From an optimization exercise on the open Yosys and OpenROAD flow, aimed at small area, a short achievable clock period and few clock cycles per item; shortcuts taken in it are not production practice. In this exercise RTL edits were held to simulation tests only and were not proved equivalent to the original.

==> flow/config.mk <==
export PLATFORM = sky130hd
export DESIGN_NAME = zrf_hdr_dec
export DESIGN_NICKNAME = zrf_hdr_dec
export VERILOG_FILES = /design/flow/design.v
export SDC_FILE = /design/flow/constraint.sdc
export NUM_CORES = 4
export LEC_CHECK = 0
export CAP_MARGIN = 20
export CORE_MARGIN = 2
export CORE_UTILIZATION = 40
export SLEW_MARGIN = 20
==> flow/run.sh <==
#!/bin/bash
# synth_recipe.tcl (not shown) runs the flow's synth.tcl, then flattens the netlist and writes it again
# the make line also repeats each setting of config.mk as NAME=value (left out here)
make -C /OpenROAD-flow-scripts/flow DESIGN_CONFIG=/design/flow/config.mk WORK_HOME=/design/flow/orfs CLKGATE_MAP_FILE= SYNTH_SCRIPT=/design/flow/synth_recipe.tcl finish
==> flow/constraint.sdc <==
create_clock -name core_clock -period 18.0 [get_ports {clk}]
set_input_delay 3.6000 -clock core_clock [delete_from_list [all_inputs] [get_ports {clk}]]
set_output_delay 3.6000 -clock core_clock [all_outputs]
set_load 0.01 [all_outputs]
==> flow/design.v <==
module zrf_hdr_dec (
    input  wire         clk,
    input  wire         rst,           
    input  wire         in_valid,
    output wire         in_ready,
    input  wire [146:0] in_bits,       
    input  wire         exp_side,
    input  wire [3:0]   exp_layer,
    input  wire [2:0]   exp_spot,
    input  wire [23:0]  exp_rb,
    input  wire [5:0]   exp_frame,
    input  wire         chk_frame,     
    output reg          out_valid,
    input  wire         out_ready,
    output reg  [63:0]  out_info,      
    output reg  [1:0]   out_nerr,      
    output reg          out_fail,      
    output reg          out_match      
);
    localparam [3:0]  LAM   = 4'd8;
    localparam [63:0] INV16 = 64'h834a5c2f67bde910;    
    function automatic [3:0] gf16_mul(input [3:0] a, input [3:0] b);
        reg [6:0] p;
        begin
            p = ({7{b[0]}} & {3'd0, a}) ^ ({7{b[1]}} & {2'd0, a, 1'b0})
              ^ ({7{b[2]}} & {1'd0, a, 2'd0}) ^ ({7{b[3]}} & {a, 3'd0});
            gf16_mul = p[3:0] ^ {p[6:4], 1'b0} ^ {1'b0, p[6:4]};
        end
    endfunction
    function automatic [7:0] c_mul(input [7:0] a, input [7:0] b);
        reg [3:0] m0, m1, m2;
        begin
            m1 = gf16_mul(a[7:4], b[7:4]);
            m0 = gf16_mul(a[3:0], b[3:0]);
            m2 = gf16_mul(a[7:4] ^ a[3:0], b[7:4] ^ b[3:0]);
            c_mul = {m2 ^ m0, gf16_mul(m1, LAM) ^ m0};
        end
    endfunction
    function automatic [7:0] c_inv(input [7:0] a);
        reg [3:0] d, di;
        begin
            d  = gf16_mul(gf16_mul(a[7:4], a[7:4]), LAM) ^ gf16_mul(a[7:4], a[3:0])
               ^ gf16_mul(a[3:0], a[3:0]);
            di = INV16[4*d +: 4];
            c_inv = {gf16_mul(a[7:4], di), gf16_mul(a[3:0] ^ a[7:4], di)};
        end
    endfunction
    reg adv_q;                  
    reg v1_q, v2_q, v3_q;       
    reg sk_valid;               
    assign in_ready = adv_q;
    wire accept = in_valid & adv_q;
    wire pop    = out_valid & out_ready;
    wire push   = adv_q & v3_q;
    reg [2:0]  grp [0:48];
    reg [95:0] pairs;
    reg        sub_prev, sub_cur;
    integer g;
    always @* begin
        for (g = 0; g < 49; g = g + 1)
            grp[g] = in_bits[146 - 3*g -: 3];
        for (g = 0; g < 48; g = g + 1) begin
            sub_prev = (g != 0) && (grp[(g == 0) ? 0 : g - 1] == 3'b101 || grp[(g == 0) ? 0 : g - 1] == 3'b100 ||
                                    grp[(g == 0) ? 0 : g - 1] == 3'b001 || grp[(g == 0) ? 0 : g - 1] == 3'b010);
            sub_cur  = (grp[g] == 3'b101 || grp[g] == 3'b100 || grp[g] == 3'b001 || grp[g] == 3'b010);
            if (sub_prev && grp[g] == 3'b000)
                pairs[95 - 2*g -: 2] = {1'b0, grp[(g == 0) ? 0 : g - 1] == 3'b100 || grp[(g == 0) ? 0 : g - 1] == 3'b010};
            else if (sub_cur && grp[g + 1] == 3'b000)
                pairs[95 - 2*g -: 2] = {grp[g] == 3'b001 || grp[g] == 3'b010, 1'b0};
            else case (grp[g])
                3'b101:  pairs[95 - 2*g -: 2] = 2'b00;
                3'b100:  pairs[95 - 2*g -: 2] = 2'b01;
                3'b001:  pairs[95 - 2*g -: 2] = 2'b10;
                3'b010:  pairs[95 - 2*g -: 2] = 2'b11;
                default: pairs[95 - 2*g -: 2] = 2'b00;
            endcase
        end
    end
    reg [95:0] rx1_q;           
    reg [37:0] exp1_q;          
    reg        chk1_q;
    wire [95:0] rxv;            
    genvar gp;
    generate for (gp = 0; gp < 12; gp = gp + 1) begin : g_rxv
        assign rxv[8*gp +: 8] = rx1_q[95 - 8*gp -: 8];
    end endgenerate
    wire [31:0] s_b;            
    wire sy_t0 = rxv[43] ^ rxv[79];
    wire sy_t1 = rxv[18] ^ rxv[54];
    wire sy_t2 = rxv[22] ^ rxv[62];
    wire sy_t3 = rxv[26] ^ rxv[34];
    wire sy_t4 = rxv[52] ^ rxv[92];
    wire sy_t5 = rxv[63] ^ sy_t0;
    wire sy_t6 = rxv[9] ^ rxv[27];
    wire sy_t7 = rxv[44] ^ rxv[70];
    wire sy_t8 = rxv[49] ^ rxv[67];
    wire sy_t9 = rxv[58] ^ rxv[94];
    wire sy_t10 = rxv[59] ^ rxv[77];
    wire sy_t11 = sy_t1 ^ sy_t3;
    wire sy_t12 = rxv[0] ^ rxv[30];
    wire sy_t13 = rxv[11] ^ rxv[19];
    wire sy_t14 = rxv[35] ^ rxv[46];
    wire sy_t15 = rxv[57] ^ rxv[87];
    wire sy_t16 = rxv[76] ^ rxv[86];
    wire sy_t17 = rxv[29] ^ rxv[53];
    wire sy_t18 = rxv[2] ^ rxv[74];
    wire sy_t19 = rxv[4] ^ rxv[31];
    wire sy_t20 = rxv[8] ^ sy_t7;
    wire sy_t21 = rxv[12] ^ sy_t4;
    wire sy_t22 = rxv[16] ^ rxv[36];
    wire sy_t23 = rxv[17] ^ sy_t6;
    wire sy_t24 = rxv[20] ^ rxv[68];
    wire sy_t25 = rxv[64] ^ rxv[65];
    wire sy_t26 = rxv[66] ^ rxv[75];
    wire sy_t27 = rxv[90] ^ sy_t9;
    wire sy_t28 = rxv[7] ^ rxv[71];
    wire sy_t29 = rxv[38] ^ sy_t11;
    wire sy_t30 = rxv[42] ^ rxv[78];
    wire sy_t31 = rxv[51] ^ sy_t13;
    wire sy_t32 = rxv[81] ^ sy_t8;
    wire sy_t33 = sy_t5 ^ sy_t22;
    wire sy_t34 = rxv[21] ^ rxv[61];
    wire sy_t35 = rxv[3] ^ rxv[83];
    wire sy_t36 = rxv[6] ^ sy_t2;
    wire sy_t37 = rxv[14] ^ rxv[82];
    wire sy_t38 = rxv[39] ^ sy_t12;
    wire sy_t39 = rxv[48] ^ sy_t15;
    wire sy_t40 = rxv[55] ^ sy_t14;
    wire sy_t41 = rxv[69] ^ sy_t10;
    wire sy_t42 = rxv[10] ^ sy_t18;
    wire sy_t43 = rxv[25] ^ sy_t33;
    wire sy_t44 = rxv[32] ^ rxv[41];
    wire sy_t45 = rxv[40] ^ rxv[72];
    wire sy_t46 = rxv[91] ^ sy_t32;
    wire sy_t47 = rxv[5] ^ rxv[37];
    wire sy_t48 = rxv[13] ^ rxv[45];
    wire sy_t49 = rxv[15] ^ sy_t28;
    wire sy_t50 = rxv[24] ^ rxv[33];
    wire sy_t51 = rxv[28] ^ rxv[60];
    wire sy_t52 = rxv[50] ^ sy_t27;
    wire sy_t53 = rxv[84] ^ sy_t21;
    wire sy_t54 = sy_t16 ^ sy_t25;
    wire sy_t55 = sy_t20 ^ sy_t23;
    wire sy_t56 = sy_t30 ^ sy_t36;
    wire sy_t57 = sy_t17 ^ sy_t34;
    wire sy_t58 = rxv[1] ^ rxv[80];
    wire sy_t59 = rxv[47] ^ rxv[56];
    wire sy_t60 = rxv[89] ^ sy_t46;
    wire sy_t61 = rxv[95] ^ sy_t40;
    wire sy_t62 = sy_t19 ^ sy_t43;
    wire sy_t63 = sy_t24 ^ sy_t31;
    wire sy_t64 = sy_t26 ^ sy_t54;
    wire sy_t65 = sy_t29 ^ sy_t42;
    wire sy_t66 = sy_t35 ^ sy_t38;
    wire sy_t67 = rxv[85] ^ sy_t48;
    wire sy_t68 = sy_t39 ^ sy_t41;
    wire sy_t69 = rxv[23] ^ sy_t37;
    wire sy_t70 = sy_t45 ^ sy_t52;
    wire sy_t71 = sy_t51 ^ sy_t53;
    wire sy_t72 = sy_t55 ^ sy_t66;
    wire sy_t73 = rxv[93] ^ sy_t47;
    wire sy_t74 = rxv[73] ^ sy_t58;
    wire sy_t75 = rxv[45] ^ sy_t44;
    wire sy_t76 = rxv[88] ^ sy_t60;
    wire sy_t77 = sy_t49 ^ sy_t56;
    wire sy_t78 = sy_t50 ^ sy_t61;
    wire sy_t79 = sy_t70 ^ sy_t76;
    wire sy_t80 = rxv[36] ^ sy_t71;
    wire sy_t81 = sy_t57 ^ sy_t67;
    wire sy_t82 = rxv[35] ^ rxv[76];
    wire sy_t83 = rxv[69] ^ rxv[77];
    wire sy_t84 = rxv[11] ^ rxv[20];
    wire sy_t85 = rxv[48] ^ rxv[93];
    wire sy_t86 = sy_t38 ^ sy_t68;
    wire sy_t87 = sy_t39 ^ sy_t59;
    wire sy_t88 = sy_t62 ^ sy_t69;
    wire sy_t89 = sy_t63 ^ sy_t72;
    wire sy_t90 = rxv[30] ^ sy_t52;
    wire sy_t91 = rxv[39] ^ rxv[47];
    wire sy_t92 = rxv[86] ^ sy_t65;
    wire sy_t93 = rxv[87] ^ sy_t31;
    wire sy_t94 = rxv[91] ^ sy_t26;
    wire sy_t95 = rxv[4] ^ sy_t80;
    wire sy_t96 = rxv[14] ^ rxv[94];
    wire sy_t97 = rxv[43] ^ sy_t35;
    wire sy_t98 = rxv[54] ^ sy_t41;
    wire sy_t99 = rxv[67] ^ rxv[78];
    wire sy_t100 = sy_t73 ^ sy_t81;
    wire sy_t101 = sy_t19 ^ sy_t49;
    wire sy_t102 = rxv[1] ^ rxv[65];
    wire sy_t103 = rxv[33] ^ rxv[73];
    wire sy_t104 = rxv[70] ^ sy_t56;
    wire sy_t105 = rxv[6] ^ rxv[85];
    wire sy_t106 = rxv[53] ^ sy_t11;
    wire sy_t107 = rxv[56] ^ rxv[74];
    wire sy_t108 = rxv[68] ^ sy_t10;
    wire sy_t109 = sy_t43 ^ sy_t75;
    wire sy_t110 = rxv[0] ^ rxv[61];
    wire sy_t111 = rxv[22] ^ rxv[64];
    wire sy_t112 = sy_t6 ^ sy_t44;
    wire sy_t113 = sy_t21 ^ sy_t59;
    wire sy_t114 = rxv[82] ^ sy_t2;
    wire sy_t115 = rxv[83] ^ sy_t17;
    wire sy_t116 = rxv[16] ^ sy_t50;
    wire sy_t117 = rxv[17] ^ rxv[84];
    wire sy_t118 = rxv[7] ^ rxv[32];
    wire sy_t119 = sy_t29 ^ sy_t68;
    wire sy_t120 = rxv[21] ^ rxv[90];
    wire sy_t121 = sy_t5 ^ sy_t15;
    wire sy_t122 = sy_t8 ^ sy_t86;
    wire sy_t123 = rxv[80] ^ sy_t64;
    wire sy_t124 = rxv[59] ^ sy_t77;
    wire sy_t125 = sy_t64 ^ sy_t78;
    wire sy_t126 = sy_t65 ^ sy_t74;
    wire sy_t127 = sy_t71 ^ sy_t79;
    wire sy_t128 = sy_t88 ^ sy_t126;
    wire sy_t129 = sy_t61 ^ sy_t69;
    wire sy_t130 = sy_t90 ^ sy_t92;
    wire sy_t131 = rxv[46] ^ rxv[66];
    wire sy_t132 = sy_t7 ^ sy_t16;
    wire sy_t133 = sy_t24 ^ sy_t65;
    wire sy_t134 = sy_t37 ^ sy_t131;
    wire sy_t135 = sy_t95 ^ sy_t132;
    wire sy_t136 = rxv[38] ^ rxv[91];
    wire sy_t137 = rxv[75] ^ sy_t14;
    wire sy_t138 = sy_t63 ^ sy_t97;
    wire sy_t139 = sy_t96 ^ sy_t98;
    wire sy_t140 = rxv[44] ^ rxv[95];
    wire sy_t141 = rxv[63] ^ rxv[87];
    wire sy_t142 = sy_t91 ^ sy_t101;
    wire sy_t143 = rxv[25] ^ rxv[75];
    wire sy_t144 = rxv[41] ^ sy_t23;
    wire sy_t145 = rxv[57] ^ sy_t82;
    wire sy_t146 = sy_t83 ^ sy_t100;
    wire sy_t147 = rxv[10] ^ rxv[19];
    wire sy_t148 = rxv[28] ^ sy_t47;
    wire sy_t149 = rxv[62] ^ sy_t109;
    wire sy_t150 = sy_t34 ^ sy_t72;
    wire sy_t151 = sy_t105 ^ sy_t107;
    wire sy_t152 = sy_t106 ^ sy_t150;
    wire sy_t153 = rxv[5] ^ rxv[73];
    wire sy_t154 = rxv[34] ^ sy_t1;
    wire sy_t155 = rxv[52] ^ sy_t67;
    wire sy_t156 = rxv[95] ^ sy_t16;
    wire sy_t157 = sy_t112 ^ sy_t155;
    wire sy_t158 = sy_t18 ^ sy_t27;
    wire sy_t159 = sy_t32 ^ sy_t45;
    wire sy_t160 = sy_t82 ^ sy_t84;
    wire sy_t161 = sy_t159 ^ sy_t160;
    wire sy_t162 = rxv[40] ^ rxv[71];
    wire sy_t163 = sy_t9 ^ sy_t53;
    wire sy_t164 = sy_t25 ^ sy_t114;
    wire sy_t165 = sy_t62 ^ sy_t85;
    wire sy_t166 = rxv[37] ^ rxv[50];
    wire sy_t167 = rxv[71] ^ sy_t30;
    wire sy_t168 = sy_t51 ^ sy_t57;
    wire sy_t169 = sy_t102 ^ sy_t113;
    wire sy_t170 = sy_t166 ^ sy_t169;
    wire sy_t171 = sy_t2 ^ sy_t28;
    wire sy_t172 = sy_t4 ^ sy_t40;
    wire sy_t173 = sy_t13 ^ sy_t48;
    wire sy_t174 = sy_t55 ^ sy_t110;
    wire sy_t175 = sy_t171 ^ sy_t174;
    wire sy_t176 = rxv[2] ^ rxv[60];
    wire sy_t177 = rxv[38] ^ rxv[93];
    wire sy_t178 = rxv[51] ^ sy_t17;
    wire sy_t179 = rxv[52] ^ sy_t26;
    wire sy_t180 = rxv[61] ^ sy_t0;
    wire sy_t181 = rxv[85] ^ sy_t20;
    wire sy_t182 = sy_t3 ^ sy_t117;
    wire sy_t183 = sy_t116 ^ sy_t180;
    wire sy_t184 = rxv[45] ^ sy_t118;
    wire sy_t185 = rxv[68] ^ sy_t119;
    wire sy_t186 = rxv[12] ^ rxv[84];
    wire sy_t187 = rxv[22] ^ sy_t84;
    wire sy_t188 = sy_t19 ^ sy_t120;
    wire sy_t189 = sy_t42 ^ sy_t46;
    wire sy_t190 = sy_t121 ^ sy_t188;
    wire sy_t191 = rxv[5] ^ rxv[72];
    wire sy_t192 = rxv[9] ^ rxv[26];
    wire sy_t193 = rxv[33] ^ sy_t37;
    wire sy_t194 = sy_t57 ^ sy_t77;
    wire sy_t195 = sy_t63 ^ sy_t122;
    wire sy_t196 = rxv[15] ^ rxv[72];
    wire sy_t197 = sy_t24 ^ sy_t103;
    wire sy_t198 = sy_t73 ^ sy_t196;
    wire sy_t199 = sy_t115 ^ sy_t197;
    wire sy_t200 = rxv[29] ^ rxv[31];
    wire sy_t201 = rxv[58] ^ sy_t45;
    wire sy_t202 = rxv[46] ^ rxv[78];
    wire sy_t203 = sy_t33 ^ sy_t202;
    wire sy_t204 = sy_t47 ^ sy_t60;
    wire sy_t205 = rxv[14] ^ rxv[29];
    wire sy_t206 = rxv[39] ^ sy_t99;
    wire sy_t207 = sy_t74 ^ sy_t111;
    wire sy_t208 = rxv[8] ^ rxv[18];
    wire sy_t209 = rxv[28] ^ rxv[58];
    wire sy_t210 = rxv[24] ^ rxv[83];
    wire sy_t211 = rxv[60] ^ sy_t123;
    wire sy_t212 = sy_t12 ^ sy_t93;
    wire sy_t213 = sy_t10 ^ sy_t20;
    assign s_b[0] = (sy_t128 ^ ((((sy_t44 ^ sy_t87) ^ sy_t124) ^ (sy_t125 ^ sy_t89)) ^ sy_t127));
    assign s_b[1] = (sy_t130 ^ (sy_t124 ^ (sy_t129 ^ (sy_t93 ^ ((((rxv[27] ^ rxv[31]) ^ (rxv[67] ^ rxv[70])) ^ (sy_t35 ^ sy_t91)) ^ (sy_t5 ^ sy_t94))))));
    assign s_b[2] = ((((sy_t134 ^ sy_t56) ^ sy_t90) ^ sy_t133) ^ sy_t135);
    assign s_b[3] = (((((sy_t137 ^ sy_t36) ^ (sy_t99 ^ ((rxv[27] ^ rxv[30]) ^ sy_t136))) ^ sy_t100) ^ (sy_t138 ^ sy_t139)) ^ sy_t135);
    assign s_b[4] = ((((sy_t140 ^ sy_t141) ^ (sy_t24 ^ ((rxv[23] ^ rxv[55]) ^ (rxv[76] ^ rxv[79])))) ^ sy_t142) ^ sy_t80);
    assign s_b[5] = (((sy_t138 ^ sy_t60) ^ (sy_t144 ^ (sy_t145 ^ (((rxv[44] ^ rxv[59]) ^ sy_t102) ^ (sy_t103 ^ sy_t143))))) ^ sy_t95);
    assign s_b[6] = (((sy_t134 ^ sy_t104) ^ sy_t146) ^ sy_t130);
    assign s_b[7] = sy_t146;
    assign s_b[8] = (((sy_t129 ^ (((sy_t147 ^ sy_t108) ^ (sy_t148 ^ sy_t151)) ^ ((sy_t21 ^ sy_t49) ^ (sy_t54 ^ sy_t74)))) ^ sy_t149) ^ (sy_t152 ^ sy_t79));
    assign s_b[9] = (((((sy_t108 ^ sy_t154) ^ sy_t46) ^ (sy_t156 ^ ((rxv[70] ^ sy_t110) ^ (sy_t111 ^ sy_t153)))) ^ (sy_t157 ^ sy_t70)) ^ sy_t88);
    assign s_b[10] = ((((sy_t49 ^ (rxv[65] ^ sy_t36)) ^ sy_t161) ^ sy_t62) ^ (sy_t72 ^ ((sy_t113 ^ sy_t158) ^ (sy_t29 ^ sy_t81))));
    assign s_b[11] = (sy_t165 ^ ((sy_t163 ^ (((sy_t145 ^ sy_t67) ^ sy_t164) ^ (sy_t94 ^ ((rxv[73] ^ sy_t107) ^ (sy_t162 ^ sy_t8))))) ^ sy_t152));
    assign s_b[12] = (((sy_t78 ^ (sy_t168 ^ (sy_t41 ^ (rxv[87] ^ sy_t167)))) ^ sy_t149) ^ (sy_t92 ^ (sy_t170 ^ sy_t89)));
    assign s_b[13] = (((((sy_t115 ^ sy_t148) ^ sy_t172) ^ (sy_t173 ^ ((rxv[91] ^ (rxv[20] ^ rxv[89])) ^ (sy_t25 ^ sy_t59)))) ^ sy_t175) ^ sy_t128);
    assign s_b[14] = ((((((rxv[25] ^ rxv[47]) ^ (rxv[62] ^ rxv[69])) ^ (sy_t176 ^ sy_t177)) ^ (sy_t167 ^ sy_t178)) ^ ((sy_t179 ^ sy_t182) ^ (sy_t27 ^ sy_t39))) ^ ((sy_t181 ^ sy_t183) ^ sy_t161));
    assign s_b[15] = (((sy_t106 ^ (sy_t179 ^ (sy_t48 ^ (rxv[84] ^ (rxv[35] ^ rxv[57]))))) ^ sy_t175) ^ sy_t165);
    assign s_b[16] = ((sy_t185 ^ ((sy_t164 ^ sy_t181) ^ (sy_t61 ^ (((rxv[80] ^ (rxv[24] ^ rxv[79])) ^ (sy_t143 ^ sy_t18)) ^ ((sy_t22 ^ sy_t30) ^ sy_t184))))) ^ sy_t127);
    assign s_b[17] = ((sy_t139 ^ sy_t189) ^ (sy_t190 ^ ((sy_t58 ^ (rxv[75] ^ (rxv[34] ^ rxv[53]))) ^ (((sy_t105 ^ sy_t12) ^ (sy_t140 ^ sy_t186)) ^ ((sy_t25 ^ sy_t50) ^ sy_t187)))));
    assign s_b[18] = (sy_t195 ^ (((sy_t75 ^ ((rxv[64] ^ sy_t191) ^ (sy_t192 ^ sy_t58))) ^ (sy_t53 ^ ((sy_t193 ^ sy_t27) ^ (sy_t40 ^ sy_t42)))) ^ (sy_t194 ^ sy_t62)));
    assign s_b[19] = ((sy_t199 ^ ((sy_t30 ^ ((rxv[19] ^ rxv[32]) ^ (rxv[47] ^ rxv[64]))) ^ sy_t198)) ^ (((sy_t5 ^ (sy_t114 ^ sy_t23)) ^ sy_t163) ^ (sy_t189 ^ sy_t86)));
    assign s_b[20] = (sy_t195 ^ (sy_t170 ^ (sy_t104 ^ ((((sy_t26 ^ sy_t28) ^ (sy_t34 ^ sy_t44)) ^ (sy_t156 ^ sy_t201)) ^ (sy_t23 ^ (((rxv[10] ^ rxv[79]) ^ (rxv[82] ^ rxv[85])) ^ (sy_t176 ^ sy_t200)))))));
    assign s_b[21] = ((sy_t203 ^ ((sy_t69 ^ (((rxv[13] ^ rxv[1]) ^ (rxv[3] ^ rxv[41])) ^ ((rxv[50] ^ rxv[92]) ^ sy_t50))) ^ sy_t142)) ^ (sy_t204 ^ ((sy_t55 ^ ((sy_t201 ^ sy_t31) ^ sy_t168)) ^ sy_t185)));
    assign s_b[22] = ((((((rxv[66] ^ rxv[68]) ^ (rxv[77] ^ rxv[83])) ^ (sy_t16 ^ sy_t186)) ^ ((sy_t205 ^ sy_t34) ^ sy_t206)) ^ ((sy_t31 ^ sy_t73) ^ sy_t101)) ^ ((sy_t144 ^ sy_t158) ^ (sy_t207 ^ sy_t87)));
    assign s_b[23] = (sy_t122 ^ (sy_t203 ^ (sy_t199 ^ ((sy_t208 ^ sy_t209) ^ ((rxv[7] ^ sy_t147) ^ (sy_t177 ^ sy_t192))))));
    assign s_b[24] = (sy_t79 ^ (sy_t211 ^ ((((((rxv[10] ^ rxv[4]) ^ (rxv[56] ^ rxv[84])) ^ ((rxv[92] ^ rxv[95]) ^ sy_t14)) ^ ((sy_t153 ^ sy_t208) ^ (sy_t210 ^ sy_t83))) ^ sy_t212) ^ sy_t194)));
    assign s_b[25] = ((sy_t66 ^ ((((rxv[49] ^ rxv[6]) ^ (rxv[71] ^ rxv[72])) ^ (rxv[86] ^ (rxv[10] ^ rxv[12]))) ^ ((sy_t120 ^ sy_t51) ^ sy_t173))) ^ (sy_t78 ^ (((sy_t182 ^ sy_t94) ^ (sy_t96 ^ ((rxv[23] ^ rxv[2]) ^ (rxv[37] ^ rxv[48])))) ^ (sy_t207 ^ sy_t213))));
    assign s_b[26] = (((sy_t64 ^ (((sy_t2 ^ sy_t205) ^ sy_t184) ^ sy_t183)) ^ sy_t89) ^ (sy_t70 ^ ((sy_t40 ^ (((rxv[37] ^ rxv[81]) ^ sy_t19) ^ (rxv[92] ^ (rxv[15] ^ rxv[28])))) ^ sy_t119)));
    assign s_b[27] = ((sy_t98 ^ (((sy_t7 ^ sy_t85) ^ sy_t112) ^ (sy_t116 ^ sy_t187))) ^ (sy_t123 ^ (((sy_t9 ^ ((rxv[0] ^ rxv[31]) ^ (rxv[7] ^ rxv[81]))) ^ sy_t172) ^ (sy_t97 ^ ((sy_t136 ^ sy_t141) ^ (sy_t191 ^ sy_t37))))));
    assign s_b[28] = (sy_t125 ^ (((sy_t151 ^ sy_t154) ^ (sy_t206 ^ sy_t75)) ^ (sy_t121 ^ ((((rxv[44] ^ rxv[73]) ^ (rxv[81] ^ rxv[9])) ^ (sy_t117 ^ sy_t200)) ^ ((sy_t209 ^ sy_t24) ^ (sy_t4 ^ sy_t83))))));
    assign s_b[29] = ((sy_t109 ^ sy_t204) ^ (sy_t211 ^ (sy_t104 ^ ((((rxv[27] ^ (rxv[0] ^ rxv[11])) ^ (sy_t162 ^ sy_t4)) ^ (sy_t108 ^ sy_t178)) ^ (sy_t29 ^ sy_t87)))));
    assign s_b[30] = (sy_t133 ^ ((sy_t157 ^ sy_t190) ^ (sy_t198 ^ ((sy_t137 ^ sy_t54) ^ (sy_t210 ^ ((rxv[16] ^ rxv[29]) ^ (rxv[82] ^ rxv[94])))))));
    assign s_b[31] = ((((sy_t85 ^ ((rxv[42] ^ rxv[43]) ^ sy_t1)) ^ sy_t213) ^ sy_t212) ^ (sy_t64 ^ (((rxv[55] ^ (rxv[3] ^ rxv[40])) ^ (sy_t118 ^ sy_t17)) ^ (sy_t193 ^ sy_t36))));
    wire [7:0] s0_b = s_b[7:0], s1_b = s_b[15:8], s2_b = s_b[23:16], s3_b = s_b[31:24];
    wire [7:0] sq1_b, sq2_b;    
    wire q1_t0 = s1_b[2] ^ s1_b[6];
    wire q1_t1 = s1_b[5] ^ s1_b[7];
    wire q1_t2 = s1_b[4] ^ s1_b[6];
    assign sq1_b[0] = (s1_b[0] ^ q1_t0);
    assign sq1_b[1] = (q1_t0 ^ q1_t1);
    assign sq1_b[2] = (s1_b[5] ^ (s1_b[1] ^ s1_b[3]));
    assign sq1_b[3] = ((s1_b[3] ^ s1_b[7]) ^ q1_t2);
    assign sq1_b[4] = q1_t2;
    assign sq1_b[5] = s1_b[6];
    assign sq1_b[6] = q1_t1;
    assign sq1_b[7] = s1_b[7];
    wire q2_t0 = s2_b[2] ^ s2_b[6];
    wire q2_t1 = s2_b[5] ^ s2_b[7];
    wire q2_t2 = s2_b[4] ^ s2_b[6];
    assign sq2_b[0] = (s2_b[0] ^ q2_t0);
    assign sq2_b[1] = (q2_t0 ^ q2_t1);
    assign sq2_b[2] = (s2_b[5] ^ (s2_b[1] ^ s2_b[3]));
    assign sq2_b[3] = ((s2_b[3] ^ s2_b[7]) ^ q2_t2);
    assign sq2_b[4] = q2_t2;
    assign sq2_b[5] = s2_b[6];
    assign sq2_b[6] = q2_t1;
    assign sq2_b[7] = s2_b[7];
    wire [7:0] det_b = c_mul(s0_b, s2_b) ^ sq1_b;
    wire [7:0] n1_b  = c_mul(s0_b, s3_b) ^ c_mul(s1_b, s2_b);
    wire [7:0] n2_b  = c_mul(s1_b, s3_b) ^ sq2_b;
    wire       zero_b = ~|s_b;
    wire [37:0] d_b  = rx1_q[95:58] ^ exp1_q;
    reg [63:0] rx2_q;
    reg [37:0] d2_q;
    reg        chk2_q, zero2_q;
    reg [7:0]  s0_2, s1_2, det2_q, n1_2, n2_2;
    wire       dnz_c = |det2_q;
    wire [7:0] ca = dnz_c ? det2_q : 8'd0;
    wire [7:0] cb = dnz_c ? n1_2   : s0_2;
    wire [7:0] cc = dnz_c ? n2_2   : s1_2;
    wire [95:0] cf;             
    wire ch_t0 = ca[6] ^ cb[0];
    wire ch_t1 = ca[7] ^ cb[7];
    wire ch_t2 = ca[4] ^ cb[6];
    wire ch_t3 = ca[5] ^ cb[1];
    wire ch_t4 = ca[0] ^ cb[2];
    wire ch_t5 = ca[1] ^ ca[2];
    wire ch_t6 = ca[3] ^ cb[4];
    wire ch_t7 = cb[3] ^ cb[5];
    wire ch_t8 = ca[3] ^ ch_t3;
    wire ch_t9 = ca[7] ^ ch_t0;
    wire ch_t10 = cb[7] ^ ch_t0;
    wire ch_t11 = cb[3] ^ ch_t1;
    wire ch_t12 = cb[0] ^ ch_t5;
    wire ch_t13 = ca[4] ^ cb[4];
    wire ch_t14 = ca[6] ^ cb[6];
    wire ch_t15 = cb[1] ^ ch_t2;
    wire ch_t16 = ca[0] ^ cb[5];
    wire ch_t17 = ca[5] ^ ch_t2;
    wire ch_t18 = ca[1] ^ cb[2];
    wire ch_t19 = ch_t1 ^ ch_t6;
    wire ch_t20 = cb[1] ^ ch_t5;
    wire ch_t21 = ca[4] ^ ch_t8;
    wire ch_t22 = ch_t4 ^ ch_t7;
    wire ch_t23 = ca[1] ^ cb[4];
    wire ch_t24 = cb[5] ^ ch_t4;
    wire ch_t25 = ca[5] ^ ch_t7;
    wire ch_t26 = cb[2] ^ ch_t6;
    wire ch_t27 = cb[4] ^ ch_t1;
    wire ch_t28 = cb[3] ^ ch_t9;
    wire ch_t29 = ca[2] ^ cb[0];
    wire ch_t30 = ca[0] ^ ch_t0;
    wire ch_t31 = ch_t4 ^ ch_t11;
    wire ch_t32 = cb[3] ^ ch_t10;
    wire ch_t33 = cb[6] ^ cb[7];
    wire ch_t34 = ca[2] ^ cb[2];
    wire ch_t35 = ca[4] ^ ch_t6;
    wire ch_t36 = ch_t3 ^ ch_t9;
    wire ch_t37 = ch_t18 ^ ch_t21;
    wire ch_t38 = ca[2] ^ ch_t4;
    wire ch_t39 = ca[4] ^ cb[5];
    wire ch_t40 = ca[0] ^ ch_t2;
    wire ch_t41 = ca[5] ^ ch_t5;
    wire ch_t42 = ca[3] ^ ca[7];
    wire ch_t43 = cb[5] ^ ch_t3;
    wire ch_t44 = cb[6] ^ ch_t20;
    wire ch_t45 = cb[6] ^ ch_t23;
    wire ch_t46 = ch_t8 ^ ch_t12;
    wire ch_t47 = ca[0] ^ ch_t15;
    wire ch_t48 = ca[1] ^ ch_t7;
    wire ch_t49 = cb[0] ^ ch_t11;
    wire ch_t50 = ca[4] ^ ch_t19;
    wire ch_t51 = ca[3] ^ ch_t0;
    wire ch_t52 = ch_t15 ^ ch_t51;
    wire ch_t53 = ca[3] ^ ch_t12;
    wire ch_t54 = ca[3] ^ ch_t2;
    wire ch_t55 = ca[1] ^ ca[5];
    wire ch_t56 = ch_t35 ^ ch_t55;
    wire ch_t57 = cb[5] ^ ch_t14;
    wire ch_t58 = ca[2] ^ ch_t19;
    wire ch_t59 = cb[0] ^ ch_t2;
    wire ch_t60 = cb[6] ^ ch_t18;
    wire ch_t61 = ca[2] ^ cb[1];
    wire ch_t62 = ch_t12 ^ ch_t25;
    wire ch_t63 = ch_t0 ^ ch_t7;
    wire ch_t64 = ch_t1 ^ ch_t14;
    wire ch_t65 = ca[1] ^ ch_t31;
    wire ch_t66 = ca[5] ^ ch_t10;
    wire ch_t67 = cb[3] ^ ch_t17;
    wire ch_t68 = ch_t27 ^ ch_t43;
    wire ch_t69 = cb[7] ^ ch_t16;
    wire ch_t70 = ch_t20 ^ ch_t69;
    wire ch_t71 = cb[7] ^ ch_t14;
    wire ch_t72 = ca[5] ^ ch_t4;
    wire ch_t73 = ch_t20 ^ ch_t30;
    wire ch_t74 = ca[2] ^ ca[6];
    wire ch_t75 = ca[2] ^ ch_t13;
    wire ch_t76 = ch_t1 ^ ch_t8;
    wire ch_t77 = ca[6] ^ ch_t13;
    wire ch_t78 = ch_t5 ^ ch_t17;
    wire ch_t79 = ca[3] ^ cb[3];
    assign cf[0] = (ch_t44 ^ (ch_t26 ^ ch_t32)) ^ cc[0];
    assign cf[1] = (ch_t9 ^ (ch_t16 ^ ch_t45)) ^ cc[1];
    assign cf[2] = ((ch_t15 ^ ch_t27) ^ (ch_t16 ^ ch_t12)) ^ cc[2];
    assign cf[3] = ((ch_t33 ^ ch_t24) ^ ch_t46) ^ cc[3];
    assign cf[4] = (ch_t47 ^ (ca[1] ^ ch_t28)) ^ cc[4];
    assign cf[5] = ((ch_t34 ^ ch_t17) ^ ch_t32) ^ cc[5];
    assign cf[6] = (ch_t35 ^ ((ca[6] ^ ch_t3) ^ ch_t11)) ^ cc[6];
    assign cf[7] = (ch_t9 ^ (ca[5] ^ ch_t24)) ^ cc[7];
    assign cf[8] = ((ch_t13 ^ ch_t4) ^ ch_t36) ^ cc[0];
    assign cf[9] = (ca[4] ^ ch_t48) ^ cc[1];
    assign cf[10] = (ch_t29 ^ ch_t17) ^ cc[2];
    assign cf[11] = (ch_t10 ^ ch_t21) ^ cc[3];
    assign cf[12] = (ch_t49 ^ ch_t37) ^ cc[4];
    assign cf[13] = ((ch_t5 ^ ch_t30) ^ ch_t50) ^ cc[5];
    assign cf[14] = ((ca[7] ^ cb[5]) ^ ch_t46) ^ cc[6];
    assign cf[15] = (ch_t38 ^ ch_t52) ^ cc[7];
    assign cf[16] = (((ch_t13 ^ ch_t3) ^ ch_t38) ^ ch_t28) ^ cc[0];
    assign cf[17] = (ch_t39 ^ ch_t53) ^ cc[1];
    assign cf[18] = (ch_t8 ^ (ch_t29 ^ ch_t40)) ^ cc[2];
    assign cf[19] = (ch_t10 ^ ch_t37) ^ cc[3];
    assign cf[20] = (ch_t28 ^ ch_t37) ^ cc[4];
    assign cf[21] = ((ca[0] ^ ca[4]) ^ ch_t53) ^ cc[5];
    assign cf[22] = (ch_t12 ^ ch_t21) ^ cc[6];
    assign cf[23] = ((ch_t0 ^ ch_t38) ^ ch_t21) ^ cc[7];
    assign cf[24] = ((ch_t1 ^ ch_t16) ^ ch_t54) ^ cc[0];
    assign cf[25] = ((ca[7] ^ ch_t16) ^ ch_t56) ^ cc[1];
    assign cf[26] = (ch_t57 ^ (cb[4] ^ ch_t41)) ^ cc[2];
    assign cf[27] = (ch_t57 ^ ch_t58) ^ cc[3];
    assign cf[28] = (ch_t26 ^ ch_t59) ^ cc[4];
    assign cf[29] = (ch_t8 ^ (ch_t33 ^ ch_t22)) ^ cc[5];
    assign cf[30] = ((cb[4] ^ ch_t60) ^ ch_t32) ^ cc[6];
    assign cf[31] = (ch_t7 ^ (ch_t1 ^ ch_t61)) ^ cc[7];
    assign cf[32] = (ca[0] ^ ch_t62) ^ cc[0];
    assign cf[33] = (ch_t8 ^ (cb[6] ^ ch_t63)) ^ cc[1];
    assign cf[34] = ((cb[1] ^ ch_t4) ^ ch_t64) ^ cc[2];
    assign cf[35] = (ch_t13 ^ ch_t65) ^ cc[3];
    assign cf[36] = (ca[0] ^ ch_t66) ^ cc[4];
    assign cf[37] = (ch_t3 ^ (ch_t1 ^ ch_t23)) ^ cc[5];
    assign cf[38] = (ch_t39 ^ (ca[6] ^ ch_t34)) ^ cc[6];
    assign cf[39] = (ch_t42 ^ ch_t67) ^ cc[7];
    assign cf[40] = ((ch_t3 ^ ch_t59) ^ ch_t31) ^ cc[0];
    assign cf[41] = ((ch_t2 ^ ch_t23) ^ ch_t9) ^ cc[1];
    assign cf[42] = (ch_t29 ^ ch_t68) ^ cc[2];
    assign cf[43] = ((cb[2] ^ cb[5]) ^ ch_t52) ^ cc[3];
    assign cf[44] = (ch_t19 ^ ch_t24) ^ cc[4];
    assign cf[45] = ((ch_t2 ^ ch_t6) ^ ch_t65) ^ cc[5];
    assign cf[46] = (cb[7] ^ ch_t62) ^ cc[6];
    assign cf[47] = (ch_t61 ^ (ch_t14 ^ ch_t6)) ^ cc[7];
    assign cf[48] = (ca[4] ^ ch_t70) ^ cc[0];
    assign cf[49] = (ch_t43 ^ (ch_t33 ^ ch_t26)) ^ cc[1];
    assign cf[50] = (ch_t22 ^ ch_t71) ^ cc[2];
    assign cf[51] = ((ca[0] ^ ch_t45) ^ ch_t49) ^ cc[3];
    assign cf[52] = ((ch_t4 ^ ch_t42) ^ ch_t44) ^ cc[4];
    assign cf[53] = (ch_t11 ^ ch_t47) ^ cc[5];
    assign cf[54] = (((cb[0] ^ cb[7]) ^ ch_t23) ^ ch_t72) ^ cc[6];
    assign cf[55] = (ch_t7 ^ ch_t73) ^ cc[7];
    assign cf[56] = ((cb[2] ^ ch_t0) ^ ch_t68) ^ cc[0];
    assign cf[57] = ((cb[4] ^ cb[7]) ^ ch_t67) ^ cc[1];
    assign cf[58] = (ch_t39 ^ ch_t66) ^ cc[2];
    assign cf[59] = ((cb[4] ^ ch_t2) ^ ch_t36) ^ cc[3];
    assign cf[60] = (ch_t40 ^ ((ca[2] ^ ch_t7) ^ ch_t10)) ^ cc[4];
    assign cf[61] = ((ch_t7 ^ (ch_t5 ^ ch_t6)) ^ ch_t36) ^ cc[5];
    assign cf[62] = ((ch_t15 ^ ch_t24) ^ (ch_t74 ^ (ca[7] ^ ch_t6))) ^ cc[6];
    assign cf[63] = (ch_t60 ^ (ch_t19 ^ ch_t25)) ^ cc[7];
    assign cf[64] = ((ch_t6 ^ ch_t11) ^ ch_t73) ^ cc[0];
    assign cf[65] = (ch_t22 ^ (ch_t13 ^ ch_t10)) ^ cc[1];
    assign cf[66] = (ch_t48 ^ ((ca[7] ^ ch_t3) ^ ch_t40)) ^ cc[2];
    assign cf[67] = (ch_t41 ^ ((cb[6] ^ ch_t4) ^ ch_t10)) ^ cc[3];
    assign cf[68] = (ch_t75 ^ (ca[7] ^ ch_t25)) ^ cc[4];
    assign cf[69] = ((ca[2] ^ ch_t54) ^ ch_t28) ^ cc[5];
    assign cf[70] = (ca[0] ^ ch_t76) ^ cc[6];
    assign cf[71] = (ch_t18 ^ ch_t77) ^ cc[7];
    assign cf[72] = ((ch_t12 ^ ch_t17) ^ ch_t31) ^ cc[0];
    assign cf[73] = (ch_t9 ^ (ch_t15 ^ ch_t26)) ^ cc[1];
    assign cf[74] = (ch_t27 ^ ((cb[0] ^ ch_t3) ^ ch_t22)) ^ cc[2];
    assign cf[75] = (ch_t22 ^ ((ca[1] ^ ca[6]) ^ ch_t15)) ^ cc[3];
    assign cf[76] = (ch_t72 ^ (ca[6] ^ ch_t19)) ^ cc[4];
    assign cf[77] = ((cb[7] ^ ch_t22) ^ ch_t56) ^ cc[5];
    assign cf[78] = (ch_t63 ^ ch_t78) ^ cc[6];
    assign cf[79] = ((ch_t2 ^ ch_t74) ^ ch_t76) ^ cc[7];
    assign cf[80] = (ch_t30 ^ ch_t58) ^ cc[0];
    assign cf[81] = (ch_t77 ^ ch_t70) ^ cc[1];
    assign cf[82] = ((ch_t42 ^ ch_t24) ^ ch_t78) ^ cc[2];
    assign cf[83] = (ch_t71 ^ (ch_t79 ^ ch_t41)) ^ cc[3];
    assign cf[84] = (ch_t11 ^ ch_t75) ^ cc[4];
    assign cf[85] = ((ch_t29 ^ ch_t25) ^ ch_t50) ^ cc[5];
    assign cf[86] = ((ch_t14 ^ ch_t16) ^ ch_t8) ^ cc[6];
    assign cf[87] = (ch_t18 ^ ch_t64) ^ cc[7];
    assign cf[88] = (ca[0] ^ cb[0]) ^ cc[0];
    assign cf[89] = (ca[1] ^ cb[1]) ^ cc[1];
    assign cf[90] = ch_t34 ^ cc[2];
    assign cf[91] = ch_t79 ^ cc[3];
    assign cf[92] = ch_t13 ^ cc[4];
    assign cf[93] = (ca[5] ^ cb[5]) ^ cc[5];
    assign cf[94] = ch_t14 ^ cc[6];
    assign cf[95] = ch_t1 ^ cc[7];
    wire [11:0] root;
    generate for (gp = 0; gp < 12; gp = gp + 1) begin : g_root
        assign root[gp] = ~|cf[8*gp +: 8];
    end endgenerate
    wire [5:0] a1 = root[11:6] | root[5:0];
    wire [5:0] b1 = root[11:6] & root[5:0];
    wire [2:0] a2 = a1[5:3] | a1[2:0];
    wire       two_c = (|b1) | (|(a1[5:3] & a1[2:0])) | (a2[0] & a2[1]) | (a2[0] & a2[2]) | (a2[1] & a2[2]);
    wire       any_c = |a2;
    wire       fail_c = zero2_q ? 1'b0 :
                        dnz_c   ? !two_c :
                                  (s0_2 == 8'd0) || (n1_2 != 8'd0) || !any_c;
    wire [7:0] hit_c  = (zero2_q || fail_c) ? 8'd0 : root[7:0];
    wire [1:0] nerr_c = (zero2_q || fail_c) ? 2'd0 : (dnz_c ? 2'd2 : 2'd1);
    wire [7:0] w_c    = c_mul(det2_q, c_inv(n1_2));
    reg [63:0] rx3_q;
    reg [37:0] d3_q;
    reg        chk3_q, fail3_q;
    reg [1:0]  nerr3_q;
    reg [7:0]  s0_3, s1_3, w3_q, hit3_q;
    wire [7:0] u_d = c_mul(s0_3, w3_q);
    wire [7:0] v_d = c_mul(s1_3, w3_q) ^ s0_3;
    wire [63:0] ux;             
    wire [7:0]  vs_d;           
    wire fo_t0 = u_d[3] ^ u_d[5];
    wire fo_t1 = u_d[1] ^ u_d[6];
    wire fo_t2 = u_d[2] ^ u_d[4];
    wire fo_t3 = u_d[1] ^ fo_t0;
    wire fo_t4 = u_d[6] ^ u_d[7];
    wire fo_t5 = u_d[0] ^ u_d[2];
    wire fo_t6 = u_d[3] ^ u_d[6];
    wire fo_t7 = u_d[0] ^ fo_t3;
    wire fo_t8 = u_d[7] ^ fo_t3;
    wire fo_t9 = fo_t0 ^ fo_t4;
    wire fo_t10 = u_d[4] ^ fo_t1;
    wire fo_t11 = fo_t2 ^ fo_t9;
    wire fo_t12 = u_d[1] ^ fo_t5;
    wire fo_t13 = u_d[7] ^ fo_t1;
    wire fo_t14 = fo_t1 ^ fo_t5;
    wire fo_t15 = u_d[5] ^ fo_t5;
    wire fo_t16 = u_d[2] ^ fo_t4;
    assign ux[0] = fo_t8;
    assign ux[1] = fo_t6;
    assign ux[2] = (u_d[4] ^ fo_t9);
    assign ux[3] = ((u_d[0] ^ u_d[3]) ^ fo_t4);
    assign ux[4] = (u_d[2] ^ fo_t6);
    assign ux[5] = fo_t15;
    assign ux[6] = fo_t14;
    assign ux[7] = fo_t12;
    assign ux[8] = fo_t6;
    assign ux[9] = fo_t10;
    assign ux[10] = ((u_d[0] ^ u_d[5]) ^ fo_t1);
    assign ux[11] = ((u_d[2] ^ u_d[5]) ^ fo_t13);
    assign ux[12] = fo_t15;
    assign ux[13] = fo_t14;
    assign ux[14] = fo_t12;
    assign ux[15] = fo_t8;
    assign ux[16] = fo_t10;
    assign ux[17] = fo_t7;
    assign ux[18] = (u_d[2] ^ fo_t8);
    assign ux[19] = (fo_t5 ^ (u_d[6] ^ fo_t0));
    assign ux[20] = fo_t14;
    assign ux[21] = fo_t12;
    assign ux[22] = fo_t8;
    assign ux[23] = fo_t6;
    assign ux[24] = fo_t7;
    assign ux[25] = fo_t11;
    assign ux[26] = (fo_t2 ^ fo_t7);
    assign ux[27] = (u_d[0] ^ fo_t2);
    assign ux[28] = fo_t12;
    assign ux[29] = fo_t8;
    assign ux[30] = fo_t6;
    assign ux[31] = fo_t10;
    assign ux[32] = fo_t11;
    assign ux[33] = fo_t2;
    assign ux[34] = (fo_t2 ^ fo_t3);
    assign ux[35] = (u_d[2] ^ fo_t0);
    assign ux[36] = fo_t8;
    assign ux[37] = fo_t6;
    assign ux[38] = fo_t10;
    assign ux[39] = fo_t7;
    assign ux[40] = fo_t2;
    assign ux[41] = fo_t13;
    assign ux[42] = (u_d[4] ^ fo_t4);
    assign ux[43] = (fo_t1 ^ fo_t2);
    assign ux[44] = fo_t6;
    assign ux[45] = fo_t10;
    assign ux[46] = fo_t7;
    assign ux[47] = fo_t11;
    assign ux[48] = fo_t13;
    assign ux[49] = fo_t16;
    assign ux[50] = fo_t1;
    assign ux[51] = (fo_t2 ^ fo_t6);
    assign ux[52] = fo_t10;
    assign ux[53] = fo_t7;
    assign ux[54] = fo_t11;
    assign ux[55] = fo_t2;
    assign ux[56] = fo_t16;
    assign ux[57] = u_d[7];
    assign ux[58] = (fo_t2 ^ (u_d[7] ^ (u_d[1] ^ u_d[3])));
    assign ux[59] = (u_d[4] ^ u_d[7]);
    assign ux[60] = fo_t7;
    assign ux[61] = fo_t11;
    assign ux[62] = fo_t2;
    assign ux[63] = fo_t13;
    wire vs_t0 = v_d[1] ^ v_d[4];
    wire vs_t1 = v_d[6] ^ v_d[7];
    wire vs_t2 = v_d[2] ^ v_d[4];
    wire vs_t3 = v_d[3] ^ vs_t0;
    assign vs_d[0] = ((v_d[0] ^ v_d[5]) ^ vs_t2);
    assign vs_d[1] = (vs_t1 ^ (v_d[5] ^ vs_t0));
    assign vs_d[2] = (v_d[7] ^ vs_t3);
    assign vs_d[3] = (v_d[2] ^ vs_t0);
    assign vs_d[4] = (v_d[2] ^ vs_t1);
    assign vs_d[5] = v_d[7];
    assign vs_d[6] = (v_d[6] ^ vs_t3);
    assign vs_d[7] = (vs_t1 ^ vs_t2);
    wire [63:0] e_d;            
    generate for (gp = 0; gp < 8; gp = gp + 1) begin : g_err
        assign e_d[63 - 8*gp -: 8] = hit3_q[gp] ? (ux[8*gp +: 8] ^ vs_d) : 8'd0;
    end endgenerate
    wire [63:0] info_d  = rx3_q ^ e_d;
    wire        match_d = !fail3_q && (d3_q[37:6] == e_d[63:32])
                       && (!chk3_q || d3_q[5:0] == e_d[31:26]);
    reg [63:0] sk_info;
    reg [1:0]  sk_nerr;
    reg        sk_fail, sk_match;
    always @(posedge clk) begin
        if (adv_q) begin
            rx1_q   <= pairs;
            exp1_q  <= {exp_side, exp_layer, exp_spot, exp_rb, exp_frame};
            chk1_q  <= chk_frame;
            rx2_q   <= rx1_q[95:32];
            d2_q    <= d_b;
            chk2_q  <= chk1_q;
            zero2_q <= zero_b;
            s0_2    <= s0_b;
            s1_2    <= s1_b;
            det2_q  <= det_b;
            n1_2    <= n1_b;
            n2_2    <= n2_b;
            rx3_q   <= rx2_q;
            d3_q    <= d2_q;
            chk3_q  <= chk2_q;
            fail3_q <= fail_c;
            nerr3_q <= nerr_c;
            s0_3    <= s0_2;
            s1_3    <= s1_2;
            w3_q    <= w_c;
            hit3_q  <= hit_c;
        end
        if (push && (!out_valid || pop) && !sk_valid) begin
            out_info  <= info_d;
            out_nerr  <= nerr3_q;
            out_fail  <= fail3_q;
            out_match <= match_d;
        end else if (pop && sk_valid) begin
            out_info  <= sk_info;
            out_nerr  <= sk_nerr;
            out_fail  <= sk_fail;
            out_match <= sk_match;
        end
        if (push && !((!out_valid || pop) && !sk_valid)) begin
            sk_info  <= info_d;
            sk_nerr  <= nerr3_q;
            sk_fail  <= fail3_q;
            sk_match <= match_d;
        end
    end
    wire ov_n = push | sk_valid | (out_valid & ~pop);
    wire sk_n = (sk_valid & ~pop) | (push & out_valid & ~pop) | (push & sk_valid);
    always @(posedge clk) begin
        if (rst) begin
            adv_q     <= 1'b1;
            v1_q      <= 1'b0;
            v2_q      <= 1'b0;
            v3_q      <= 1'b0;
            out_valid <= 1'b0;
            sk_valid  <= 1'b0;
        end else begin
            if (adv_q) begin
                v1_q <= accept;
                v2_q <= v1_q;
                v3_q <= v2_q;
            end
            out_valid <= ov_n;
            sk_valid  <= sk_n;
            adv_q     <= ~(ov_n & sk_n);
        end
    end
endmodule
==> impl_table.tex <==
\begin{tabular}{lr}
\hline
Metric & Value \\
\hline
\multicolumn{2}{l}{\textbf{Floorplan}} \\
\quad I/O pin count & 260 \\
\quad Die height & 332 µm \\
\quad Initial standard-cell utilization of the core & 40.3\% \\
\quad Width of the chip & 332 µm \\
\quad Floorplan row count & 120 \\
\quad Area of the placeable core & 107000 µm² \\
\quad Overall die area & 110000 µm² \\
\multicolumn{2}{l}{\textbf{Detailed routing}} \\
\quad Drc violations & 0 \\
\quad First drt pass iteration count & 6 \\
\quad Number of design-rule violations left by the first detailed-router iteration & 3090 \\
\quad Via-per-instance ratio & 5.34 \\
\quad Remaining antenna violation count & 0 \\
\quad Post-Route WL & 130 mm \\
\quad Total number of vias & 28842 \\
\quad Routed length per instance & 24.1 µm \\
\multicolumn{2}{l}{\textbf{Clock network}} \\
\quad Number of levels the H-tree was split into & 2 \\
\quad Number of clock sinks & 559 \\
\quad Clk pin slew, worst setup/hold paths & 0.07 ns \\
\quad TritonCTS Buffers & 58 \\
\quad TritonCTS clock tree & yes \\
\quad Post-CTS Setup Inserts & 0 \\
\quad CTS max path bufs & 3 \\
\quad Number of cells upsized or downsized after cts & 0 \\
\quad Clock tree root driver cell & sky130\_fd\_sc\_hd\_\_clkbuf\_16 \\
\quad Count of hold-fix buffers inserted at cts & 0 \\
\quad Clock insertion delay at the later pin of the skew report & 0.68 ns \\
\multicolumn{2}{l}{\textbf{Setup path}} \\
\quad Worst Path Class, Setup & register to register \\
\quad Kind of end point of the critical path & register \\
\quad R2r worst-path depth & 17 \\
\quad Critical path startpoint category & register \\
\quad Worst reg2reg setup slack & 11.86 ns \\
\quad Data arrival at the endpoint of the critical path & 6.56 ns \\
\quad Endpoint of the worst-slack reg-to-reg timing path & w3\_q[5]\$\_DFFE\_PP\_ \\
\quad Reg2Reg Launch Point & n1\_2[2]\$\_DFFE\_PP\_ \\
\quad Critical Path RT & 18.42 ns \\
\quad Maximum net fanout on the critical path & 15 \\
\multicolumn{2}{l}{\textbf{Timing}} \\
\quad Max-slew violation count & 0 \\
\quad Final setup fails & 0 \\
\quad Final hold slack & 0.332 ns \\
\quad Worst clock skew on the final layout & 0.105 ns \\
\quad Crit path time final & 6.14 ns \\
\quad Final TNS setup & 0 ns \\
\quad Measured slew at the worst slew-check pin & 1.10 ns \\
\quad RSZ-0062 raised after global routing & no \\
\quad Maximum operating frequency & 0.163 GHz \\
\quad Final cycle utilization of the critical path & 34.1\% \\
\quad Worst slew slack as a fraction of its limit & 26.4\% \\
\quad Hold Violations, Final & 0 \\
\multicolumn{2}{l}{\textbf{Synth}} \\
\quad Sequential element share of the synthesized area & 38.8\% \\
\quad Proportion of register bits with asynchronous set or reset after synthesis & 0\% \\
\quad Post-Synth XOR/XNOR Area & 39.4\% \\
\quad Number of distinct library cells after synthesis & 90 \\
\quad Adder-Cell Fraction of Synth Area & 0.372\% \\
\quad Cell type with the highest aggregate area in the netlist & sky130\_fd\_sc\_hd\_\_edfxtp\_1 \\
\quad Syn avg cell area & 11.4 µm² \\
\quad Most area-consuming cells after synthesis & sky130\_fd\_sc\_hd\_\_edfxtp\_1 39\%, sky130\_fd\_sc\_hd\_\_xnor2\_1 18\%, sky130\_fd\_sc\_hd\_\_xnor3\_1 11\%, sky130\_fd\_sc\_hd\_\_xor2\_1 5.8\%, sky130\_fd\_sc\_hd\_\_nor2\_1 3.2\% \\
\quad Combinational family with the most area after synthesis & XOR/XNOR gates \\
\quad Number of warning messages in the yosys log & 2 \\
\quad Area of the mapped netlist & 43100 µm² \\
\quad Simple-gate portion of the synthesized area & 10.2\% \\
\quad Share of the synthesized area in the top cell type & 38.6\% \\
\quad Number of synthesized flops with an enable pin & 553 \\
\quad Post-Syn Nets & 3977 \\
\quad Complex-gate fraction of the synthesized area & 5.54\% \\
\quad Number of instances in the synthesized netlist & 3775 \\
\quad Flip-flop and latch count after synthesis & 559 \\
\quad Share of cell area taken by muxes after synthesis & 3.23\% \\
\quad Ys flop type & sky130\_fd\_sc\_hd\_\_edfxtp\_1 \\
\multicolumn{2}{l}{\textbf{Global routing}} \\
\quad Initial antenna violation count & 1 \\
\quad Number of global-route vias before repair & 27341 \\
\quad Total track usage & 23.1\% \\
\quad Pin count of the biggest net entering global routing & 188 \\
\quad Aggregate global routing overflow & 0 \\
\quad Wire length of the first global-routing pass & 188 mm \\
\multicolumn{2}{l}{\textbf{Run status}} \\
\quad Status & no timing/DRC/antenna violations \\
\multicolumn{2}{l}{\textbf{Cells and area}} \\
\quad Share of layout cells above drive strength 1 & 7.92\% \\
\quad Number of nets in the finished design & 4158 \\
\quad Layout-stage area growth over the synthesis result & 13.7\% \\
\quad \# fillers & 9870 \\
\multicolumn{2}{l}{\textbf{Job}} \\
\quad Max-cap violations & 0 \\
\multicolumn{2}{l}{\textbf{Min path}} \\
\quad Hold path depth & 0 \\
\quad HP Class & register to register \\
\quad Hold path startpoint & d2\_q[16]\$\_DFFE\_PP\_ \\
\quad Hold worst-path end & d3\_q[16]\$\_DFFE\_PP\_ \\
\multicolumn{2}{l}{\textbf{Placement}} \\
\quad Port bufs & 259 \\
\quad Routability cong. & 0.997 \\
\quad HPWL after detailed placement & 99.4 mm \\
\hline
\end{tabular}
## how the worst max path moves through the flow
stage	slack (ns)	from	to
floorplan	3.68	adv_q$_SDFF_PP1_	adv_q$_SDFF_PP1_
global placement	11.76	out_ready	out_info[6]$_DFFE_PP_
detailed placement	11.79	out_ready	out_info[13]$_DFFE_PP_
CTS	11.88	n1_2[2]$_DFFE_PP_	w3_q[5]$_DFFE_PP_
global route	11.44	n1_2[2]$_DFFE_PP_	w3_q[5]$_DFFE_PP_
finish	11.86	n1_2[2]$_DFFE_PP_	w3_q[5]$_DFFE_PP_
## metrics by stage
| stage | std cells | area, µm² | setup WS [ns] | utilization (%) |
|---|---|---|---|---|
| after floorplan | 3775 | 43100 | 3.68 | - |
| after global placement | 5297 | 47000 | 11.76 | 44.0 |
| after detailed placement | 5298 | 47000 | 11.79 | 44.0 |
| after CTS | 5404 | 48900 | 11.88 | 45.8 |
| after global routing | 5405 | 49000 | 11.44 | 45.8 |
| final | 5406 | 49000 | 11.86 | 45.8 |
## critical path, cell delays in order (launching register included)
cell and delay, ns:
sky130_fd_sc_hd__edfxtp_1 0.82, sky130_fd_sc_hd__ha_1 0.30, sky130_fd_sc_hd__xor2_2 0.16, sky130_fd_sc_hd__xnor3_1 0.36
sky130_fd_sc_hd__xnor3_2 0.52, sky130_fd_sc_hd__inv_2 0.12, sky130_fd_sc_hd__ha_1 0.24, sky130_fd_sc_hd__or2_2 0.28
sky130_fd_sc_hd__mux2i_1 0.31, sky130_fd_sc_hd__o211ai_2 0.30, sky130_fd_sc_hd__or3_1 0.42, sky130_fd_sc_hd__and4_1 0.19
sky130_fd_sc_hd__or2_0 0.40, sky130_fd_sc_hd__xnor2_1 0.55, sky130_fd_sc_hd__nor2_1 0.10, sky130_fd_sc_hd__xnor2_1 0.18
sky130_fd_sc_hd__xnor2_1 0.27, sky130_fd_sc_hd__xnor3_1 0.36
## routing by layer
layer / GRT usage (%) / vias to the layer above / share of wire, %
met4: 5.55 / 0 / 2.5
met1: 33.1 / 14188 / 45
li1: - / 13415 / -
met5: 0 / - / 0
met3: 3.14 / 171 / 7.0
met2: 36.9 / 1068 / 46
## registers in the layout, indices dropped and copies added (netlist names), 38 cells and up
| name | cells |
|---|---|
| rx3_q | 64 |
| exp1_q | 38 |
| sk_info | 64 |
| rx2_q | 64 |
| d2_q | 38 |
| d3_q | 38 |
| out_info | 64 |
| rx1_q | 96 |
## cells in the mapped netlist (all sizes together), types with 33 or more instances
cell	count
clkbuf	92
a21oi	162
buf	95
xor3	33
inv	48
xor2	294
xnor3	215
nand2	237
nand3	38
mux2i	49
nor3	133
or3	33
xnor2	948
mux2	80
nor2	365
o21ai	68
edfxtp	553
## cells by family (layout without fill, tap and decap cells)
logic type | Yosys count | count (layout)
xor gates and xnor gates | 1490 | 1490
and+or+nand+nor | 965 | 965
DFF | 559 | 559
AOI/OAI and AO/OA | 381 | 381
buffers and inverters | 238 | 465
muxes | 129 | 129
adders and majority gates | 13 | 13
other | 0 | 1
## placed cells by master, fill, tap and decap left out, types with 22 or more instances in the layout
cell and count:
sky130_fd_sc_hd__a21oi_1 162, sky130_fd_sc_hd__and3_1 23, sky130_fd_sc_hd__buf_4 46, sky130_fd_sc_hd__clkbuf_16 58
sky130_fd_sc_hd__clkdlybuf4s50_1 259, sky130_fd_sc_hd__edfxtp_1 553, sky130_fd_sc_hd__inv_1 47, sky130_fd_sc_hd__mux2_2 80
sky130_fd_sc_hd__mux2i_1 49, sky130_fd_sc_hd__nand2_1 234, sky130_fd_sc_hd__nand3_1 38, sky130_fd_sc_hd__nand4_1 23
sky130_fd_sc_hd__nor2_1 361, sky130_fd_sc_hd__nor2b_1 22, sky130_fd_sc_hd__nor3_1 130, sky130_fd_sc_hd__o21ai_0 62
sky130_fd_sc_hd__or3_1 33, sky130_fd_sc_hd__xnor2_1 908, sky130_fd_sc_hd__xnor2_2 35, sky130_fd_sc_hd__xnor3_1 206
sky130_fd_sc_hd__xor2_1 283, sky130_fd_sc_hd__xor3_1 29
## final cells by class
| type | instances | area [µm²] | share of cell area (%) |
|---|---|---|---|
| multi-input combinational | 2978 | 25400 | 51.8 |
| sequential | 559 | 16700 | 34.2 |
| timing repair buffer | 308 | 3000 | 6.12 |
| tap | 1403 | 1760 | 3.59 |
| clock buffer | 69 | 1490 | 3.05 |
| clock inverter | 37 | 417 | 0.851 |
| inverter | 51 | 191 | 0.391 |
| antenna | 1 | 2.50 | 0.00511 |
Testbench counts, summed over its fixed seeds: cycles 2,432, items 2,400.

## what the ideal ports hide
The flow's constraints put no driver on any port. The routed layout listed below was extracted and timed again, unchanged, in two steps.
Step 1 assumes that a clkbuf_16 drives the clock port and a buf_2 every other input.
Step 2 adds t to the input delays and takes it off the output delays; t is the mean of the earliest and latest rising clock arrival at the registers after step 1. Input paths then give back, and output paths get back, about the clock's delay inside the block.
a / b / c = ideal / step 1 / step 2; a / b = the first two.
shift t [ns]: 0.702
setup WS [ns]: 11.856 / 11.856 / 11.720
worst setup path after step 2: input to register
clock arrival spread, ns: 0.108 / 0.108
pins driven straight from the clock port: 1
After both steps this run still meets setup and hold. The setup slack of this run moves by 0.000 ns with the drivers and by -0.136 ns with both steps.
